This design comes from an exercise in tuning for small area and a short achievable clock period on the open sky130 flow, not from production work. In this exercise RTL edits were held to simulation tests only and were not proved equivalent to the original. No driver is modelled on the clock port, so clocking that relies on it looks cheaper here than on a real chip.

## v8
==> flow/design.v (excerpt) <==
module trk_lane_rx (
    input  wire        clk,
    input  wire        rst,           
    input  wire        blk_valid,
    input  wire [1:0]  blk_sh,        
    input  wire [63:0] blk_pl,        
    input  wire [2:0]  cfg_lane,
    input  wire [1:0]  cfg_step,
    output reg         locked,
    output reg         dat_valid,
    output wire [7:0]  dat_idx,
    output wire [63:0] dat_pl,
    output reg         hdr_valid,
    output reg         hdr_ok,
    output reg  [47:0] hdr_fcnt,
    output reg  [15:0] hdr_claim,
    output reg  [3:0]  hdr_ql,
    output reg  [1:0]  hdr_step,
    output reg  [2:0]  hdr_state,
    output reg  [7:0]  hdr_msg,
    output reg         crc_valid,
    output reg         crc_ok
);
Size in the first run: roughly 260 flip-flops.
Settings: LEC_CHECK=0, CAP_MARGIN=20, CORE_MARGIN=2, CORE_UTILIZATION=40, SLEW_MARGIN=20; clock period 13.5 ns.
standard.sh (not shown) runs the stock make flow with config.mk's settings and CLKGATE_MAP_FILE= SYNTH_SCRIPT=/design/flow/synth_recipe.tcl, a recipe that flattens the netlist after the stock synthesis.
==> flow/flow/run.sh <==
#!/bin/bash
# Layout: the standard ORFS flow (standard.sh) with extra make settings from flow/params.sh:
# a smaller port-buffer cell, timing repair aimed at a tighter setup margin, smaller clock-tree
# clusters, and a two-level clock tree (flow/cts_post.tcl).
set -euo pipefail
source flow/params.sh
bash standard.sh "${ARGS[@]}" "POST_CTS_TCL=$PWD/flow/cts_post.tcl" finish > standard_flow.log 2>&1
==> flow/flow/cts_post.tcl <==
# After CTS: take out the H-tree's branch level and drive the leaf clock
# buffers from four root buffers on the clock port, one per quarter of the
# leaves, each placed at the middle of its leaves. Every flip-flop stays two
# like buffers from the clock port.
set block [ord::get_db_block]
set root [$block findInst clkbuf_0_clk]
if {$root != "NULL"} {
  set rootnet [[$root findITerm X] getNet]
  set clknet [[$root findITerm A] getNet]
  foreach inst [$block getInsts] {
    if {![string match "clkbuf_1_*" [$inst getName]]} { continue }
    if {[[$inst findITerm A] getNet] != $rootnet} { continue }
    set onet [[$inst findITerm X] getNet]
    foreach it [$onet getITerms] {
      if {[$it getInst] == $inst} { continue }
      $it disconnect
      $it connect $rootnet
    }
    puts "cts_post: removed [$inst getName]"
    odb::dbInst_destroy $inst
    odb::dbNet_destroy $onet
  }
  set leaves {}
  foreach it [$rootnet getITerms] { if {[$it getInst] != $root} { lappend leaves $it } }
  proc cmp_x {a b} { return [expr {[lindex [[$a getInst] getLocation] 0] - [lindex [[$b getInst] getLocation] 0]}] }
  proc cmp_y {a b} { return [expr {[lindex [[$a getInst] getLocation] 1] - [lindex [[$b getInst] getLocation] 1]}] }
  set sx [lsort -command cmp_x $leaves]
  set h [expr {[llength $sx] / 2}]
  set groups {}
  foreach part [list [lrange $sx 0 [expr {$h - 1}]] [lrange $sx $h end]] {
    set sy [lsort -command cmp_y $part]
    set q [expr {[llength $sy] / 2}]
    lappend groups [lrange $sy 0 [expr {$q - 1}]] [lrange $sy $q end]
  }
  set i 0
  foreach g $groups {
    if {[llength $g] == 0} { continue }
    if {$i == 0} {
      set r $root; set n $rootnet
    } else {
      set r [odb::dbInst_create $block [$root getMaster] "clkbuf_0_${i}_clk"]
      set n [odb::dbNet_create $block "clknet_0_${i}_clk"]
      $n setSigType CLOCK
      [$r findITerm A] connect $clknet
      [$r findITerm X] connect $n
    }
    set sxx 0; set syy 0; set k 0
    foreach it $g {
      if {$i != 0} { $it disconnect; $it connect $n }
      set l [[$it getInst] getLocation]
      incr sxx [lindex $l 0]; incr syy [lindex $l 1]; incr k
    }
    $r setLocation [expr {$sxx / $k}] [expr {$syy / $k}]
    $r setPlacementStatus PLACED
    puts "cts_post: [$r getName] drives $k leaves"
    incr i
  }
  detailed_placement
  estimate_parasitics -placement
  report_clock_latency
  # the timing repair that CTS skipped (SKIP_CTS_REPAIR_TIMING), now on the final tree
  repair_timing_helper
  detailed_placement
  check_placement -verbose
}
==> flow/flow/params.sh <==
ARGS=("BUFFER_PORTS_ARGS=-buffer_cell sky130_fd_sc_hd__buf_2" SETUP_SLACK_MARGIN=9.7 TNS_END_PERCENT=0 CTS_CLUSTER_SIZE=25 CTS_CLUSTER_DIAMETER=100 SKIP_CTS_REPAIR_TIMING=1)
Edits applied to the flow inputs when going from v8 to v46:
diff --git a/flow/flow/cts_post.tcl b/flow/flow/cts_post.tcl
--- a/flow/flow/cts_post.tcl
+++ b/flow/flow/cts_post.tcl
@@ -57,9 +57,6 @@
   }
   detailed_placement
+  check_placement -verbose
   estimate_parasitics -placement
   report_clock_latency
-  # the timing repair that CTS skipped (SKIP_CTS_REPAIR_TIMING), now on the final tree
-  repair_timing_helper
-  detailed_placement
-  check_placement -verbose
 }
==> flow/flow/params.sh <==
ARGS=("BUFFER_PORTS_ARGS=-buffer_cell sky130_fd_sc_hd__buf_2" SETUP_SLACK_MARGIN=9.7 TNS_END_PERCENT=0 CTS_CLUSTER_SIZE=25 CTS_CLUSTER_DIAMETER=100 SLEW_MARGIN=70)
Notes after the runs:
| net total in the final layout | lower: v8 |
In the flow results for v8 and v46, the fmax is smaller on v8.
Of v46 and v8, it is v46 that has the higher total met3 wirelength after detailed routing.
Diff v8 -> v46: data arrival time of the critical path has decreased; routed wire length has increased; delay contributed by the slowest stage of the critical path has decreased.
Post-route minimum period down 0.28 ns in v46 wrt v8
In the tables for v8 and v46, met1 track utilization from global routing reads lower with v8.
Compared to v8, v46 leaves less free space in the core.
Looking at worst setup path startpoint, the dreg[19] result is from v8; the dreg[6] one comes from v46.
What v9 does differently from v46 at the input level:
==> flow/flow/params.sh <==
ARGS=("BUFFER_PORTS_ARGS=-buffer_cell sky130_fd_sc_hd__buf_2" SETUP_SLACK_MARGIN=9.7 TNS_END_PERCENT=0 CTS_CLUSTER_SIZE=25 CTS_CLUSTER_DIAMETER=100 CORE_UTILIZATION=60 PLACE_DENSITY=0.7)
Notes after the runs:
- Looking at v9 and v46, the maximum frequency is a wash.
- Core area ended up 33% lower on v9 than on v46.
- v9 vs. v46: sequential share of layout area climbed 1.1 points; number of well-tap cells placed dropped about 30%; number of filler cells placed in the layout dropped 1207.
### v9 -> v40
==> flow/flow/cts_post.tcl <==
# After CTS: take out the H-tree's branch level, so that the leaf clock
# buffers are driven straight from the root buffer (two buffers from the
# clock port to every flip-flop, all alike).
set block [ord::get_db_block]
set root [$block findInst clkbuf_0_clk]
if {$root != "NULL"} {
  set rootnet [[$root findITerm X] getNet]
  foreach inst [$block getInsts] {
    if {![string match "clkbuf_1_*" [$inst getName]]} { continue }
    set a [$inst findITerm A]
    if {[$a getNet] != $rootnet} { continue }
    set onet [[$inst findITerm X] getNet]
    foreach it [$onet getITerms] {
      if {[$it getInst] == $inst} { continue }
      $it disconnect
      $it connect $rootnet
    }
    puts "cts_post: removed [$inst getName]"
    odb::dbInst_destroy $inst
    odb::dbNet_destroy $onet
  }
  estimate_parasitics -placement
  report_clock_latency
}
==> flow/flow/params.sh <==
ARGS=("BUFFER_PORTS_ARGS=-buffer_cell sky130_fd_sc_hd__buf_2" SETUP_SLACK_MARGIN=9.7 TNS_END_PERCENT=0 CTS_CLUSTER_SIZE=25 CTS_CLUSTER_DIAMETER=100)
[summary]
- As far as compound-cell area share of the yosys netlist goes, v9 and v40 are indistinguishable; the numbers are identical.
- | number of antenna violations at the first check in global routing | v40 vs v9 | 1 lower |
- What v40 reported for area of the die has to be multiplied by 0.67 to get the figure for v9.
- In v40 relative to v9, wire length of the first global-routing pass had gone up by a little under 10%.
- v40 reports a higher routed length on met2 than v9 does.
- Of v40 and v9, v40 shows the lower least setup slack across all paths after layout, with v9 above it.
- Going from v9 to v40, critical path depth shrinks by 6.
- As far as cell area after layout is concerned, v40 and v9 perform about the same.

Setup of oak:
Another version of the RTL of trk_lane_rx (not shown whole).
Size: ~990 cells after synthesis, about 260 flip-flops, about 13000 sq um of cells after synthesis.
Settings: LEC_CHECK=0, CAP_MARGIN=20, CORE_MARGIN=2, CORE_UTILIZATION=40, SLEW_MARGIN=20; clock period 13.5 ns.
==> flow/flow/run.sh <==
#!/bin/bash
# Layout: the standard ORFS flow (standard.sh) with extra make settings from flow/params.sh:
# a smaller port-buffer cell, and timing repair aimed at a tighter setup margin.
set -euo pipefail
source flow/params.sh
bash standard.sh "${ARGS[@]}" finish > standard_flow.log 2>&1
==> flow/flow/params.sh <==
ARGS=("BUFFER_PORTS_ARGS=-buffer_cell sky130_fd_sc_hd__buf_2" SETUP_SLACK_MARGIN=9.5 TNS_END_PERCENT=0)
oak: all stages complete, timing, DRC and antenna checks passed
--- input diff oak..pine ---
==> flow/flow/run.sh <==
#!/bin/bash
# Layout: the standard ORFS flow, with timing repair aimed at a tighter setup margin
# than the clock period needs (so the achieved period shrinks), repairing only the worst paths.
set -euo pipefail
bash standard.sh SETUP_SLACK_MARGIN=9.5 TNS_END_PERCENT=0 finish > standard_flow.log 2>&1
removed: flow/flow/params.sh
### Flow results
- Compared to oak, pine has number of setup buffers added after CTS 31 higher.
- pine vs oak, path depth of the worst reg2reg path went up by 2.
- Between oak and pine, the flow reports cell area increasing by more than 10%.
- Re post-route antenna net violation count: no difference whatsoever between pine and oak.
- Final critical path time including I/O delays and setup sits lower in pine than in oak.
- Sequential portion of the cell area in pine is 2.8 points lower than in oak
- Changes observed in pine relative to oak: met2 usage in global routing up 1.8 points.
- Between pine and oak, it is pine whose overall track demand over capacity in global routing is higher, by 2.0 points.
Edits applied to the flow inputs when going from pine to birch:
==> flow/run.sh (new file) <==
#!/bin/bash
# synth_recipe.tcl (not shown) runs the flow's synth.tcl, then flattens the netlist and writes it again
# the make line also repeats each setting of config.mk as NAME=value (left out here)
make -C /OpenROAD-flow-scripts/flow DESIGN_CONFIG=/design/flow/config.mk WORK_HOME=/design/flow/orfs CLKGATE_MAP_FILE= SYNTH_SCRIPT=/design/flow/synth_recipe.tcl finish
removed: flow/flow/run.sh
removed: flow/standard.sh
==> run summary <==
- Per the comparison of birch with pine, maximum frequency from static timing analysis went down 11%; design area -about 3.5%; transition time at the pin with the least slew margin went down; post-placement setup slack saw a decrease.
- The critical path launch point comes out dreg[0] in one run and cfg_step[0] in the other, namely in pine and birch respectively.
- Compared with pine, birch shows a higher sequential share of layout area.

## static timing again, ports no longer ideal
The results above use ideal ports. As a check the final layouts listed here were re-extracted and re-timed, cells and wires unchanged.
Step 1, drivers: a clkbuf_16 drives clk and a buf_2 each remaining input, both assumed.
Step 2 also shifts input and output timing later by t, the mid clock arrival at the registers, as if the neighbouring blocks saw the same clock.
a / b / c = no drivers / after step 1 / after step 2; a / b = the first two.
| run | t (ns) | slack for setup (ns) | worst hold slack (ns) | worst data-port slew with drivers (ns) | pins driven straight from the clock port |
|---|---|---|---|---|---|
| v8 | 0.403 | 9.475 / 9.376 / 9.382 | 0.460 / 0.460 / 0.460 | 0.06 | 4 |
| v46 | 0.415 | 9.750 / 9.645 / 9.444 | 0.451 / 0.451 / 0.451 | 0.06 | 4 |
| v9 | 0.413 | 9.743 / 9.644 / 9.404 | 0.436 / 0.436 / 0.436 | 0.05 | 4 |
| v40 | 0.497 | 9.647 / 9.595 / 9.377 | 0.453 / 0.453 / 0.453 | 0.06 | 1 |
| oak | 0.603 | 9.193 / 9.142 / 8.625 | 0.470 / 0.470 / 0.470 | 0.06 | 1 |
| pine | 0.613 | 9.248 / 9.195 / 8.690 | 0.430 / 0.430 / 0.430 | 0.07 | 1 |
| birch | 0.592 | 8.744 / 8.718 / 8.180 | 0.481 / 0.481 / 0.481 | 0.07 | 1 |
After both steps setup and hold are still met in every run listed. For oak, which loses most, drivers alone change the setup slack by -0.051 ns; drivers and shift together by -0.568 ns.
